Source: an optimization exercise on an open RTL-to-GDS flow (aim: small area, a short achievable clock period and few clock cycles per item). Production flows keep margins and buffers that such runs may drop.
Only simulation tests tie the RTL to the original design; equivalence was not proved.

## design.v

```verilog
module edge_predict (
  input  wire        clk,
  input  wire        rst,       
  input  wire        start,     
  input  wire [63:0] t_a,       
  input  wire [63:0] t_b,       
  input  wire [63:0] w_a,       
  input  wire [63:0] w_b,       
  input  wire [63:0] x,         
  output reg         busy,
  output reg         done,      
  output wire [63:0] result     
);
  localparam KD  = 4;                        
  localparam KM  = 8;                        
  localparam NG  = 32 / KM;                  
  localparam WM  = 32;                       
  localparam W   = 51;                       
  localparam B   = 47;                       
  localparam WV  = W + B;                    
  localparam H   = 3;                        
  localparam WA  = 57 + H;                   
  localparam WE  = WV - WA - WM;             
  localparam C0  = (B + 1 - WM) / KD;        
  localparam WS  = WA + KM;                  
  localparam [2:0] S_IDLE = 3'd0, S_PREP = 3'd1, S_MUL = 3'd2, S_NORM = 3'd3,
                   S_DIV = 3'd4, S_FIN = 3'd5;
  reg  [2:0]    state;
  reg  [63:0]   T;         
  reg  [64:0]   A;         
  reg  [64:0]   QN;        
  reg  [W-1:0]  RC;        
  reg  [WV-1:0] V;         
  reg  [47:0]   D;         
  reg  [NG-1:0] TH;        
  reg  [5:0]    cnt;       
  reg           first;     
  assign result = T;
  wire prep = (state == S_PREP);
  wire mul  = (state == S_MUL);
  wire fin  = (state == S_FIN);
  wire [W-1:0] RS = V[WV-1:B];
  wire [W-1:0] rlow = {1'b0, RS[W-2:0]} + {1'b0, RC[W-2:0]};
  wire rneg = RS[W-1] ^ RC[W-1] ^ rlow[W-1];
  wire [WA-1:0] acc = V[WA-1+WM:WM];
  wire [WM-1:0] mq  = V[WM-1:0];
  reg  [WS-1:0] cs_s, cs_c, pp, t_s;
  integer j;
  always @* begin
    cs_s = fin ? {{(WS-65){1'b0}}, T, 1'b1} : {{(WS-WA){acc[WA-1]}}, acc};
    cs_c = {{(WS-1){1'b0}}, prep | (fin & ~rneg)};
    for (j = 0; j < KM; j = j + 1) begin
      if (j == 0)
        pp = (prep | fin | mq[0]) ? {{(WS-65){A[64]}}, A} : {WS{1'b0}};
      else if (j == 1)
        pp = fin ? {{(WS-65){1'b1}}, ~QN} : ((mul & mq[1]) ? ({{(WS-65){A[64]}}, A} << 1) : {WS{1'b0}});
      else
        pp = (mul & mq[j]) ? ({{(WS-65){A[64]}}, A} << j) : {WS{1'b0}};
      t_s  = cs_s ^ cs_c ^ pp;
      cs_c = ((cs_s & cs_c) | (cs_s & pp) | (cs_c & pp)) << 1;
      cs_s = t_s;
    end
  end
  wire [WS-1:0] msum = cs_s + cs_c;
  wire [WM-1:0] m_next = {msum[KM-1:0], mq[WM-1:KM]};
  reg  [NG-1:0] grp_nz;
  integer g;
  always @* begin
    for (g = 0; g < NG; g = g + 1)
      grp_nz[g] = |m_next[g*KM +: KM];
  end
  wire mul_more = |(grp_nz & (TH >> 1));
  wire norm_shift = (D[47:48-KD] == {KD{1'b0}}) && (D[47-KD:0] != {(48-KD){1'b0}});
  wire [47:0] D_sh = norm_shift ? {D[47-KD:0], {KD{1'b0}}} : D;
  wire norm_more = (D_sh[47:48-KD] == {KD{1'b0}}) && (D_sh[47-KD:0] != {(48-KD){1'b0}});
  wire [W-1:0] D51  = {{(W-48){1'b0}}, D};
  wire [W-1:0] D51n = ~D51;
  reg  [W-1:0] rs, rc, ys, yc, op;
  reg  [3:0]   est;
  reg          qp, qn;
  reg  [KD-1:0] dp, dn;
  integer k;
  always @* begin
    rs = RS;
    rc = RC;
    for (k = 0; k < KD; k = k + 1) begin
      ys  = {rs[W-2:0], V[B-1-k]};
      yc  = {rc[W-2:0], 1'b0};
      est = ys[W-1:W-4] + yc[W-1:W-4];
      qp  = ~est[3];
      qn  = est[3] & (est != 4'b1111);
      op  = qp ? D51n : (qn ? D51 : {W{1'b0}});
      rs  = ys ^ yc ^ op;
      rc  = {((ys & yc) | (ys & op) | (yc & op)), qp};
      dp[KD-1-k] = qp;
      dn[KD-1-k] = qn;
    end
  end
  wire [31:0] dt  = T[31:0] - V[31:0];
  reg  w4, above;
  integer h;
  always @* begin
    w4 = 1'b0; above = 1'b0;
    for (h = NG - 1; h >= 0; h = h - 1) begin
      if (!above && (dt[h*KM+4 +: 4] == 4'd0) && (dt[h*KM +: 4] != 4'd0)) w4 = 1'b1;
      above = above | (dt[h*KM +: KM] != {KM{1'b0}});
    end
  end
  wire [WM-1:0] dt_al = w4 ? {dt[27:0], 4'd0} : dt;
  wire [47:0] dwn = A[47:0] + D;             
  wire [47:0] dw  = ~dwn;
  reg  [11:0] gnz;
  reg  [3:0]  gtop;
  reg  [1:0]  f;
  reg         gabove;
  integer fi;
  always @* begin
    for (fi = 0; fi < 12; fi = fi + 1)
      gnz[fi] = |dw[4*fi +: 4];
    gtop = 4'd0; gabove = 1'b0;
    for (fi = 11; fi >= 0; fi = fi - 1) begin
      if (!gabove) gtop = gtop | dw[4*fi +: 4];
      gabove = gabove | gnz[fi];
    end
    f = gtop[3] ? 2'd0 : gtop[2] ? 2'd1 : gtop[1] ? 2'd2 : 2'd3;
  end
  wire [47:0] dw_f = dw << f;
  wire [56:0] dx0 = msum[56:0];
  reg  [3:0]  zm;
  reg         zrun;
  integer zi;
  always @* begin
    zm = 4'd0; zrun = 1'b1;
    for (zi = 0; zi < 13; zi = zi + 1) begin
      zrun = zrun & (dx0[55-zi] == dx0[56]);
      if (zrun) zm = zi + 1;
    end
  end
  wire [5:0]  zc   = {2'd0, zm} + 6'd3;
  wire [1:0]  zres = zc[1:0] - f;            
  wire [4:0]  z    = zc[4:0] - {3'd0, zres};
  wire [WA-1:0] dxa = {{H{dx0[56]}}, dx0} << z;
  wire [5:0]  zwf  = {1'b0, z} + {3'd0, w4, 2'b00} - {4'd0, f};
  wire [5:0]  c0z  = C0 - {2'd0, zwf[5:2]};
  always @(posedge clk) begin
    if (rst) begin
      state <= S_IDLE;
      busy  <= 1'b0;
      done  <= 1'b0;
    end else begin
      done <= 1'b0;
      case (state)
        S_IDLE: if (start) begin
          state <= S_PREP;
          busy  <= 1'b1;
        end
        S_PREP: state <= S_MUL;
        S_MUL:  if (!mul_more) state <= norm_more ? S_NORM : S_DIV;
        S_NORM: if (!norm_more) state <= S_DIV;
        S_DIV:  if (cnt == 6'd1) state <= S_FIN;
        S_FIN: begin
          state <= S_IDLE;
          busy  <= 1'b0;
          done  <= 1'b1;
        end
        default: state <= S_IDLE;
      endcase
    end
  end
  always @(posedge clk) begin
    first <= 1'b0;
    RC    <= {W{1'b0}};
    QN    <= {65{1'b0}};
    case (state)
      S_IDLE: begin              
        T <= t_a;
        A <= {8'd0, ~w_a[56:0]};
        V <= {{(WE+H){1'b0}}, x[56:0], t_b[31:0]};
        D <= w_b[47:0];
      end
      S_PREP: begin
        A   <= {{(65-WA){dxa[WA-1]}}, dxa};
        V   <= {{(WE+WA){1'b0}}, dt_al};
        D   <= dw_f;
        TH  <= {NG{1'b1}};
        cnt <= c0z;
      end
      S_MUL: begin
        V   <= {{WE{msum[WS-1]}}, msum[WS-1:KM], m_next};
        TH  <= TH >> 1;
        D   <= D_sh;
        cnt <= cnt + KM/KD + {5'd0, norm_shift};
        first <= 1'b1;
      end
      S_NORM: begin
        D   <= D_sh;
        cnt <= cnt + {5'd0, norm_shift};
        first <= 1'b1;
      end
      S_DIV: begin
        V   <= {rs, V[B-1:0] << KD};
        RC  <= rc;
        A   <= first ? {{(65-KD){1'b0}}, dp} : {A[64-KD:0], dp};
        QN  <= {QN[64-KD:0], dn};
        cnt <= cnt - 6'd1;
      end
      S_FIN: T <= msum[64:1];
      default: ;
    endcase
  end
endmodule
```

## run.sh

```bash
#!/bin/bash
# synth_recipe.tcl (not shown) runs the flow's synth.tcl, then flattens the netlist and writes it again
# the make line also repeats each setting of config.mk as NAME=value (left out here)
make -C /OpenROAD-flow-scripts/flow DESIGN_CONFIG=/design/flow/config.mk WORK_HOME=/design/flow/orfs CLKGATE_MAP_FILE= SYNTH_SCRIPT=/design/flow/synth_recipe.tcl finish
```

## config.mk

```make
export PLATFORM = sky130hd
export DESIGN_NAME = edge_predict
export DESIGN_NICKNAME = edge_predict
export VERILOG_FILES = /design/flow/design.v
export SDC_FILE = /design/flow/constraint.sdc
export NUM_CORES = 4
export LEC_CHECK = 0
export CAP_MARGIN = 20
export CORE_MARGIN = 2
export CORE_UTILIZATION = 40
export SLEW_MARGIN = 20
```

## constraint.sdc

```tcl
create_clock -name core_clock -period 50.0 [get_ports {clk}]
set_input_delay 10.0000 -clock core_clock [delete_from_list [all_inputs] [get_ports {clk}]]
set_output_delay 10.0000 -clock core_clock [all_outputs]
set_load 0.01 [all_outputs]
```

==> notes.md <==
==> registers in the layout (all words and copies together) (netlist names), 3 cells and up <==
register  count
state         3
QN           65
V            98
T            64
RC           51
D            48
TH            3
A            65
cnt           6
==> worst paths after layout <==
kind / startpoint / endpoint / slack [ns]
max: V[48]$_DFFE_PP_ / cnt[3]$_DFFE_PP_ / 32.18
min: QN[34]$_SDFF_PN0_ / QN[38]$_SDFF_PN0_ / 0.49
max reg2reg: V[48]$_DFFE_PP_ / cnt[3]$_DFFE_PP_ / 32.18
min reg2reg: QN[34]$_SDFF_PN0_ / QN[38]$_SDFF_PN0_ / 0.49
==> stage by stage <==
stage | setup slack, ns | util (%) | cells
3_5_place_dp | 32.58 | 43.77 | 8339
2_1_floorplan | 35.77 | - | 6588
5_1_grt | 31.72 | 45.18 | 8446
3_3_place_gp | 32.70 | 43.77 | 8339
4_1_cts | 32.51 | 45.15 | 8443
6_report | 32.18 | 45.19 | 8451
==> area by class of cell <==
class                           instances  area, um2  area share [%]
Multi-Input combinational cell       5096      40580           65.30
Timing Repair Buffer                  442       4154           6.685
Antenna cell                            6      15.01         0.02416
Inverter                              603       2271           3.655
Clock inverter                         28      314.1          0.5054
Clock buffer                           76       1579           2.541
Sequential cell                       406      10980           17.67
Tap cell                             1794       2245           3.612
==> cell families after synthesis <==
kind of cell	Yosys count
XOR/XNOR	158
AND/OR/NAND/NOR	2197
buffers and inverters	1086
AO/OA/AOI/OAI	1543
flip-flops	406
multiplexers	265
adder cells (fa/ha/maj)	933
==> per-layer routing <==
| layer | share of wire (%) | wire length (um) | GRT usage [%] | vias to the layer above |
|---|---|---|---|---|
| li1 | - | - | - | 22624 |
| met1 | 40 | 98670 | 46.13 | 25700 |
| met2 | 40 | 98940 | 48.21 | 3179 |
| met3 | 13 | 31380 | 10.48 | 583 |
| met4 | 7.2 | 17850 | 20.56 | 16 |
| met5 | 0.047 | 116 | 0 | - |
==> placed cells by master, fill, tap and decap left out, drive strengths merged, types with 22 or more instances in the layout <==
cell | synthesis | final
nand2 | 1143 | 1143
fa | 644 | 644
inv | 600 | 604
a21oi | 535 | 535
nor2 | 487 | 487
clkdlybuf4s50 | 0 | 326
ha | 289 | 289
edfxtp | 284 | 284
o21ai | 283 | 283
mux2i | 243 | 243
and3 | 173 | 173
o22ai | 131 | 131
dfxtp | 122 | 122
buf | 134 | 116
o221ai | 105 | 105
xnor2 | 97 | 97
nor2b | 89 | 89
a21o | 87 | 87
clkbuf | 349 | 76
xor2 | 61 | 61
nor3 | 56 | 56
nand3 | 55 | 55
a221oi | 47 | 47
a22o | 43 | 43
o211ai | 38 | 38
nor4 | 38 | 38
nand4 | 34 | 34
nand2b | 33 | 33
o21a | 33 | 33
a31oi | 33 | 33
and2 | 30 | 30
a211oi | 29 | 29
o21bai | 22 | 22
==> results.py <==
metrics = {
    "detailed_routing": {
        "wl_per_cell_um": 29.22,
        "wirelength_mm": 247.0,
        "vias_per_cell": 6.165,
        "drc": 0,
        "first_pass_iters": 8,
        "vias": 52102,
        "antenna_left": 0,
        "drtIter0Drc": 7228,
    },
    "clocking": {
        "cts_resized": 0,
        "clockRootBuffer": "clkbuf_16",
        "htree_levels": 2,
        "cts_hold_buf": 0,
        "clk_path_buf_depth": 3,
        "numCtsBuffers": 55,
        "clk_pin_slew_ns": 0.06,
        "cts_tree": "built",
        "post_cts_buffers": 0,
        "clk_latency_ns": 0.73,
        "clkSinkCount": 406,
    },
    "logic_synthesis": {
        "synth-seq-cells": 406,
        "synth_top_family_by_area": "adder cells",
        "syn_inst": 6588,
        "ys_warn_count": 1,
        "synth_compound_area_share_pct": 17.89,
        "synth_area_leader_cell": "fa_1",
        "synth_edf_count": 284,
        "synth_area_leaders": "fa_1, edfxtp_1, nand2_1, ha_1, a21oi_1",
        "synthMuxAreaShare_pct": 4.953,
        "yosys.area_share.adder_pct": 29.76,
        "synthDistinctLibCells": 108,
        "netlist_top_cells_count": "nand2_1, fa_1, inv_1, a21oi_1, nor2_1",
        "synthXorXnorAreaFrac_pct": 2.576,
        "synth-simple-area-share_pct": 17.44,
        "syn_area_per_cell_um2": 8.420,
        "ys_seq_area_share_pct": 19.78,
        "async_reset_ff_share_pct": 0,
        "synth.most_common_cell": "nand2_1",
        "synth_area_mm2": 0.05547,
        "yosys_most_used_dff": "edfxtp_1",
        "yosysTopAreaCellShare_pct": 23.24,
        "synth_nets": 7844,
    },
    "floorplanning": {
        "core_mm2": 0.1375,
        "die_area_mm2": 0.1417,
        "fp-row-count": 136,
        "io_pins": 389,
        "die_w_um": 376.4,
        "initial_core_util_pct": 40.35,
        "die_y_um": 376.4,
    },
    "sta": {
        "rsz0062_at_grt": "no",
        "drv_slew": 0,
        "tightest_slew_ns": 1.303,
        "whs_ns": 0.4859,
        "fmax_ghz": 0.05610,
        "relSlewSlack_pct": 12.50,
        "fin_crit_sh_pct": 35.65,
        "setup_viol": 0,
        "finalHoldViolations": 0,
        "tns_ns": 0,
        "fin_skew_ns": 0.09791,
        "period_needed_ns": 17.82,
    },
    "placement": {
        "place_congestion": 1.030,
        "hpwl_mm": 195.5,
        "portBuffers": 326,
        "placed_cell_area_mm2": 0.06018,
    },
    "worst_setup_path": {
        "critPathMaxStageDelay_ns": 0.73,
        "cp.depth": 57,
        "reg2reg_depth": 57,
        "cp_common_cell": "fa_1",
        "worstSetupPathType": "register to register",
        "slowest_stage": "and3_1",
        "cp.arrival_ns": 18.42,
        "crit_path_start_kind": "register",
        "cp-end-kind": "register",
        "cp_num_buf_inv": 6,
        "crit_fanout": 54,
        "required_ns": 50.60,
        "cp_top_family": "adder cells",
    },
    "global_routing": {
        "antenna_found_initial": 19,
        "grt_pass1_vias": 50612,
        "grt_max_degree": 87,
        "grt_overflow_total": 0,
        "grt_pass1_wl_mm": 355.4,
        "grtUsageTotal_pct": 34.31,
    },
    "layout": {
        "drive_above_1_share_pct": 5.022,
        "stdcell_area_mm2": 0.06214,
        "nFillCells": 13648,
        "fin_nets": 7860,
        "area_delta_synth_final_pct": 12.02,
    },
    "worst_hold_path": {
        "hp-class": "register to register",
        "whs_path_depth": 1,
    },
    "status": {
        "status": "complete, no violations",
    },
    "job": {
        "max_cap_violations": 0,
    },
}
Testbench counts, summed over its fixed seeds: cycles 7,791, items 512.

[afterwards: timing with drivers on the ports]
In the flow no input, the clock included, has a driving cell. The finished layout below was timed again as built, in two steps.
Step 1, drivers: a clkbuf_16 drives clk and a buf_2 each remaining input, both assumed.
Step 2 moves the port delays by t, midway between the first and last clock arrival at a register: inputs arrive t later, outputs are due t later. That takes back most of the time a late clock gives input paths.
Three values: ideal, step 1, step 2; two values: the first two.
t (ns): 0.769
setup WS [ns]: 32.175 / 32.175 / 32.175
hold WS [ns]: 0.486 / 0.486 / 0.486
slew at the worst register clock pin (ns): 0.07 / 0.07
After both steps this run still meets setup and hold. For this run, drivers alone change the setup slack by 0.000 ns; drivers and shift together by 0.000 ns.
